This design comes from an exercise in tuning for small area and a short achievable clock period on the open sky130 flow, not from production work.
In this exercise RTL edits were held to simulation tests only and were not proved equivalent to the original.
Power figures rest on the tool's default switching activity, not on a simulated workload.

==> config.mk <==
export PLATFORM = sky130hd
export DESIGN_NAME = fmt_cvt
export DESIGN_NICKNAME = fmt_cvt
export VERILOG_FILES = /design/flow/design.v
export SDC_FILE = /design/flow/constraint.sdc
export NUM_CORES = 4
export LEC_CHECK = 0
export ABC_AREA = 1
export CAP_MARGIN = 20
export CORE_MARGIN = 2
export CORE_UTILIZATION = 40
export SLEW_MARGIN = 20
==> constraint.sdc <==
create_clock -name core_clock -period 18.0 [get_ports {clk}]
set_input_delay 3.6000 -clock core_clock [delete_from_list [all_inputs] [get_ports {clk}]]
set_output_delay 3.6000 -clock core_clock [all_outputs]
set_load 0.01 [all_outputs]
==> design.v <==
module fmt_cvt (
    input  wire        clk,
    input  wire        rst,         
    input  wire        in_valid,
    input  wire        in_op,       
    input  wire [3:0]  in_src,
    input  wire [3:0]  in_dst,      
    input  wire [31:0] in_a,
    input  wire [7:0]  in_b,        
    output reg         out_valid,
    output reg  [31:0] out_data
);
    reg        v0, op;
    reg [3:0]  src, dst;
    reg [31:0] a;
    reg [7:0]  xb;
    always @(posedge clk) begin
        if (rst) v0 <= 1'b0;
        else     v0 <= in_valid;
        op  <= in_op;
        src <= in_src;
        dst <= in_dst;
        a   <= in_a;
        xb  <= in_b;
    end
    wire f32  = !op && !src[3] && !src[1] && !src[0];
    wire bf16 = !op && !src[3] && src[0];
    wire fp16 = !op && !src[3] && src[1];
    wire s32  = !op && src[3] && !src[0];
    wire e4m3 = op && !src[3] && !src[2];
    wire e5m2 = op && !src[3] && src[2] && !src[0];
    wire i8s  = op && ((!src[3] && src[2] && src[0]) || (src[3] && !src[0]));
    wire o8u  = op && src[3] && src[0];
    wire d_int = !op && dst[3];
    wire d_u32 = d_int && dst[0];
    wire d_bf  = !op && !dst[3] && dst[0];
    wire d_h   = !op && !dst[3] && dst[1];
    reg  [7:0]  E;          
    reg  [31:0] mmask;      
    reg  [31:0] hid;        
    reg  signed [10:0] off;  
    reg         emax, mzero;
    always @(*) begin
        E = 8'd0; mmask = 32'hffff_ffff; hid = 32'd0; off = 11'sd0;
        emax = 1'b0; mzero = 1'b0;
        if (f32) begin
            E = a[30:23]; mmask = 32'h007f_ffff; hid = 32'h0080_0000; off = 11'sd150;
            emax = &a[30:23]; mzero = ~|a[22:0];
        end else if (bf16) begin
            E = a[14:7]; mmask = 32'h7f; hid = 32'h80; off = 11'sd134;
            emax = &a[14:7]; mzero = ~|a[6:0];
        end else if (fp16) begin
            E = {3'd0, a[14:10]}; mmask = 32'h3ff; hid = 32'h400; off = 11'sd25;
            emax = &a[14:10]; mzero = ~|a[9:0];
        end else if (e4m3) begin
            E = {4'd0, a[6:3]}; mmask = 32'h7; hid = 32'h8; off = 11'sd137;
        end else if (e5m2) begin
            E = {3'd0, a[6:2]}; mmask = 32'h3; hid = 32'h4; off = 11'sd144;
            emax = &a[6:2]; mzero = ~|a[1:0];
        end else if (i8s) begin
            mmask = 32'hff; off = 11'sd133;
        end else if (o8u) begin
            mmask = 32'hff; off = 11'sd134;
        end
    end
    wire isfl   = f32 || bf16 || fp16 || e4m3 || e5m2;
    wire ezero  = (E == 8'd0);
    wire xnan   = op && (xb == 8'hff);
    wire s_nan  = xnan || (emax && !mzero) || (e4m3 && (a[6:0] == 7'h7f));
    wire s_inf  = !xnan && emax && mzero;
    wire s_sign = (f32 || s32) ? a[31] : (bf16 || fp16) ? a[15] : (e4m3 || e5m2 || i8s) ? a[7] : 1'b0;
    wire        neg_in = (s32 && a[31]) || (i8s && a[7]);
    wire [31:0] hidb   = (isfl && !ezero) ? hid : 32'd0;
    wire [31:0] sig    = ((a ^ {32{neg_in}}) & mmask) | hidb;
    wire [31:0] tzin   = (a & mmask) | hidb;
    wire [32:0] lzin = {sig, neg_in};
    reg [5:0] p1;
    reg       lzv;
    reg [5:0] tz;
    integer i;
    always @(*) begin
        p1 = 6'd0;
        for (i = 0; i < 33; i = i + 1)
            if (lzin[i]) p1 = i[5:0];
        lzv = |sig;
        tz = 6'd32;
        for (i = 31; i >= 0; i = i - 1)
            if (tzin[i]) tz = i[5:0];
    end
    wire s_zero = !lzv && !neg_in;
    wire [7:0]  eeff = {E[7:1], E[0] | (isfl && ezero)};
    wire [8:0]  ep   = (op ? {1'b0, xb} : 9'd0) + {1'b0, eeff};
    wire signed [10:0] kt = (d_int ? 11'sd32 : d_h ? -11'sd14 : -11'sd126) + off;
    wire signed [10:0] T  = kt - $signed({2'b00, ep});
    wire [5:0]  c1 = d_bf ? 6'd24 : d_h ? 6'd21 : 6'd8;            
    wire signed [10:0] ku = kt + (d_int ? -11'sd1 : $signed({5'd0, c1}));
    wire signed [10:0] us = ku - $signed({2'b00, ep});
    wire [6:0]  usc = (us > 11'sd64) ? 7'd64 : us[6:0];
    wire        pgeT = (T < 11'sd0) || ((T < 11'sd32) && (p1 > T[5:0]));
    wire        normal = !s_zero && pgeT;
    wire [6:0]  un  = {1'b0, c1} - 7'd1 + {1'b0, p1};
    wire [6:0]  u   = (!d_int && normal) ? un : usc;
    wire signed [10:0] E1 = $signed({5'd0, p1}) - T;
    wire        fovf = normal && (E1 >= (d_h ? 11'sd31 : 11'sd255));
    wire        sp_nan = s_nan;
    wire        sp_inf = s_inf || (d_int ? (pgeT && !s_zero) : fovf);
    reg        v1, n1, sn1, si1, sg1, ng1, di1, du1, db1, dh1;
    reg [31:0] sig1;
    reg [6:0]  u1;
    reg [5:0]  tz1;
    reg [7:0]  e1;
    always @(posedge clk) begin
        if (rst) v1 <= 1'b0;
        else     v1 <= v0;
        sig1 <= sig;
        u1   <= u;
        tz1  <= tz;
        e1   <= E1[7:0];
        n1   <= normal;
        sn1  <= sp_nan;
        si1  <= sp_inf;
        sg1  <= s_sign;
        ng1  <= neg_in;
        di1  <= d_int;
        du1  <= d_u32;
        db1  <= d_bf;
        dh1  <= d_h;
    end
    wire [63:0] Z   = {sig1, {32{ng1}}} >> u1;
    wire [32:0] R   = Z[33:1];
    wire        g   = Z[0];
    wire [7:0]  kd  = {1'b0, u1} - {2'b00, tz1} - 8'd32;
    wire        inc = kd[7] ? ng1 : (kd == 8'd0) ? R[0] : g;
    reg [32:0] W;
    always @(*) begin
        W = R;
        if (!di1 && n1) begin
            if (db1)      W = {25'd0, e1, R[6:0]};
            else if (dh1) W = {18'd0, e1[4:0], R[9:0]};
            else          W = {2'd0, e1, R[22:0]};
        end
    end
    wire        negout = di1 && !du1 && sg1;
    wire [33:0] X = ({1'b0, W} ^ {34{negout}}) + {33'd0, inc ^ negout};
    reg [31:0] result;
    always @(*) begin
        if (di1) begin
            if (sn1)
                result = 32'd0;
            else if (du1)
                result = sg1 ? 32'd0 : (si1 || X[32]) ? 32'hffff_ffff : X[31:0];
            else if (!sg1)
                result = (si1 || X[32] || X[31]) ? 32'h7fff_ffff : X[31:0];
            else if (si1)
                result = 32'h8000_0000;
            else if (!X[33])
                result = 32'd0;
            else
                result = (X[32] && X[31]) ? X[31:0] : 32'h8000_0000;
        end else if (db1) begin
            result = sn1 ? 32'h0000_7fc0 : si1 ? {16'd0, sg1, 15'h7f80} : {16'd0, sg1, X[14:0]};
        end else if (dh1) begin
            result = sn1 ? 32'h0000_7e00 : si1 ? {16'd0, sg1, 15'h7c00} : {16'd0, sg1, X[14:0]};
        end else begin
            result = sn1 ? 32'h7fc0_0000 : si1 ? {sg1, 31'h7f80_0000} : {sg1, X[30:0]};
        end
    end
    always @(posedge clk) begin
        if (rst) out_valid <= 1'b0;
        else     out_valid <= v1;
        out_data <= result;
    end
endmodule
==> run.sh <==
#!/bin/bash
# synth_recipe.tcl (not shown) runs the flow's synth.tcl, then flattens the netlist and writes it again
# the make line also repeats each setting of config.mk as NAME=value (left out here)
make -C /OpenROAD-flow-scripts/flow DESIGN_CONFIG=/design/flow/config.mk WORK_HOME=/design/flow/orfs CLKGATE_MAP_FILE= SYNTH_SCRIPT=/design/flow/synth_recipe.tcl finish
==> summary.txt <==
Status
  • Outcome: no timing/DRC/antenna violations

Layout
  • Number of antenna diodes: 0
  • Ratio of cells with drive above 1 in the final layout: 4.56%
  • Final nets: 2131
  • Area growth from synthesis to layout: 13.4%
  • Fin cells: 2414
  • Final core occ: 45.8%
  • Fillers: 3168

Clock tree
  • Clock Path Buffers: 2
  • Clk slew on worst S/H paths: 0.06 ns
  • CTS Sinks: 145
  • Total CTS buffers: 17
  • Post_cts resized: 0
  • H-tree depth: 4
  • CTS tree: done
  • Post-CTS Setup Inserts: 0
  • CTS Hold Buffers Added: 0
  • CTS Root Cell: clkbuf_16
  • Latest clock arrival within the worst-skew pair: 0.44 ns

Synthesis
  • Synth async-reset ratio: 0%
  • #FFs+latches synth: 145
  • Post-synth top area cell: dfxtp_1
  • Cell variety after synth: 65
  • Post-synth EDFFs: 0
  • Most frequent cells after synthesis: nand2_1 (502), inv_1 (262), nor2_1 (176), dfxtp_1 (145), nand3_1 (129)
  • YS warnings: 1
  • Synth Flop Type: dfxtp_1
  • Synthesized area per cell: 6.26 µm²
  • Gate Count Post-Synth: 1959
  • Most common cell in the netlist: nand2_1
  • Most area-consuming cells after synthesis: dfxtp_1 (24%), nand2_1 (15%), inv_1 (8.0%), ha_1 (6.2%), xor2_1 (5.9%)
  • Mapped Nets: 2084
  • Sequential share of the synthesized area: 23.7%
  • Synth Cell Area: 12300 µm²
  • Yosys top cell area share: 23.7%

Timing
  • Final clock skew: 0.0126 ns
  • Fin. max-slew vios: 0
  • Fmax: 135 MHz
  • Worst slew pin tran: 0.923 ns
  • Final worst-path cycle share: 41.2%
  • Final setup TNS: 0 ns
  • Setup violators final: 0
  • Final Hold Viols: 0
  • Final min period: 7.42 ns
  • Slew headroom: 38.4%
  • RSZ-0062 raised after global routing: no

Pwr
  • Pwr Density: 149 nW/µm²
  • Max VDD drop: 0.0944 mV
  • Pleak: 0.00674 µW

Die
  • Initial Util: 40.4%
  • Die W: 179 µm
  • Placement Rows: 64
  • I/O pin count: 85
  • Die area: 32100 µm²
  • Core Area: 30300 µm²
  • Die H: 179 µm

Setup path
  • Crit. End Element: flip-flop
  • Slowest cell on crit path: dfxtp_1
  • Crit path largest cell delay: 0.76 ns
  • Most frequent CP cell: a21oi_1
  • Data required, critical path: 18.31 ns
  • CP Class: flip-flop to flip-flop
  • Critical-path maximum fanout: 22
  • Startpoint types: flip-flop
  • Worst EP arrival: 7.73 ns

Global routing
  • GRT Residual Overflow: 0
  • Initial antenna violation count: 0
  • GR Util All Layers: 23.4%
  • First-pass GRT wire length: 58.6 mm
  • Vias in the first global route: 11700
  • Largest net degree at the start of global routing: 41

Drt
  • Starting DRC count in detailed routing: 962
  • Via count: 12600
  • DRT antenna net count: 0
  • Final wirelength: 36.3 mm
  • Routed vias/inst: 5.21
  • Wire per inst: 15.0 µm
  • 1st-pass router iterations: 7
  • DRC violations left: 0

Placement
  • Post-DP HPWL: 29.0 mm
  • Placed cell count: 2383
  • RePlAce Congestion: 0.939
  • Number of port buffers: 83

Hold path
  • Tightest Hold Check Type: flip-flop to flip-flop

Run
  • Max cap viols: 0
path summary, 6_finish.rpt:
| kind | from | to | slack [ns] | depth (start not counted) |
|---|---|---|---|---|
| worst min register to register | v1 | out_valid | 0.41 | 2 |
| worst max-delay path | op | si1 | 10.58 | 36 |
| worst min-delay path | v1 | out_valid | 0.41 | 2 |
| worst max register to register | op | si1 | 10.58 | 36 |
cells in the final DEF (no fill, tap or decap), drive strengths merged, types with 9 or more instances in the layout:
master and instances:
xor2 85, a21oi 85, inv 277, nand2 510
nand4 24, or2 10, clkdlybuf4s50 83, ha 61
clkbuf 19, o21ai 210, dfxtp 145, buf 11
o22ai 14, o21bai 10, nor2 183, fa 12
nand3 133, nor3 44, xnor2 19, o221ai 9
registers in the layout, indices dropped and copies added, names as in the netlist, 3 cells and up:
name      count
a            32
sig1         32
u1            7
e1            8
out_data     32
src           4
dst           3
tz1           6
xb            8
metal layers:
metal | vias up | part of all wire [%] | global-route usage (%)
li1 | 6432 | - | -
met1 | 5709 | 46 | 30.5
met2 | 356 | 46 | 38.6
met3 | 72 | 4.7 | 3.01
met4 | 0 | 3.6 | 10.2
met5 | - | 0 | 0
per-stage QoR:
step | hold WS (ns) | cell area (µm²) | total power [µW] | worst slack, ns
6_report | 0.412 | 13900 | 2070 | 10.58
5_1_grt | 0.425 | 13900 | 2270 | 9.84
4_1_cts | 0.413 | 13900 | 2070 | 10.64
3_5_place_dp | 0.394 | 13300 | 1730 | 10.66
3_3_place_gp | 0.395 | 13300 | 1720 | 10.66
2_1_floorplan | 0.388 | 12300 | 1390 | 12.48
layout make-up:
| class | instances | area [µm²] | area share [%] |
|---|---|---|---|
| flip-flops and latches | 145 | 2900 | 20.9 |
| clock buffers | 19 | 453 | 3.26 |
| inverters | 277 | 1040 | 7.50 |
| well taps | 396 | 495 | 3.57 |
| repair buffers | 94 | 913 | 6.57 |
| multi-input cells | 1471 | 7990 | 57.5 |
| clock inverters | 12 | 101 | 0.729 |
cells by family after synthesis:
family,Yosys count,share of synthesized area (%)
xor+xnor,104,7.55
fa+ha+maj,73,8.19
compound gates,372,17.0
buf+inv,343,11.2
mux,7,0.572
simple gates,915,31.8
flops,145,23.7
report_power, final:
group / leakage, µW / total, µW / switching [µW] / internal, µW
Sequential: 0.00121 / 434 / 44.0 / 390
Combinational: 0.00527 / 1300 / 845 / 458
Clock: 0.000257 / 332 / 147 / 185
Total: 0.00674 / 2070 / 1040 / 1030
critical path, delay by kind of cell, from the launching register on:
| kind | cells | cell delay (ns) |
|---|---|---|
| AO/OA/AOI/OAI | 13 | 2.39 |
| adder cells (fa/ha/maj) | 2 | 0.81 |
| XOR/XNOR | 1 | 0.21 |
| flip-flops | 1 | 0.76 |
| buffers and inverters | 5 | 0.88 |
| AND/OR/NAND/NOR | 15 | 2.22 |

[re-timing with driven ports]
How much do the figures lean on ideal ports? The routed layout below was timed once more, with nothing changed but the port constraints. Step 1 (the two cells are an assumption about what drives the block):
set clk [get_ports {clk}]
set_driving_cell -lib_cell sky130_fd_sc_hd__clkbuf_16 $clk
set_driving_cell -lib_cell sky130_fd_sc_hd__buf_2 [delete_from_list [all_inputs] $clk]
Step 2 moves the port delays by t, midway between the first and last clock arrival at a register: inputs arrive t later, outputs are due t later. That takes back most of the time a late clock gives input paths. a / b / c = ideal ports / drivers / drivers and shift; a / b = the first two.
t (ns): 0.486
setup WS [ns]: 10.580 / 10.580 / 10.580
hold WS [ns]: 0.412 / 0.412 / 0.412
worst setup path at the end: register to register
After both steps this run still meets setup and hold. For this run, drivers alone change the setup slack by 0.000 ns; drivers and shift together by 0.000 ns.
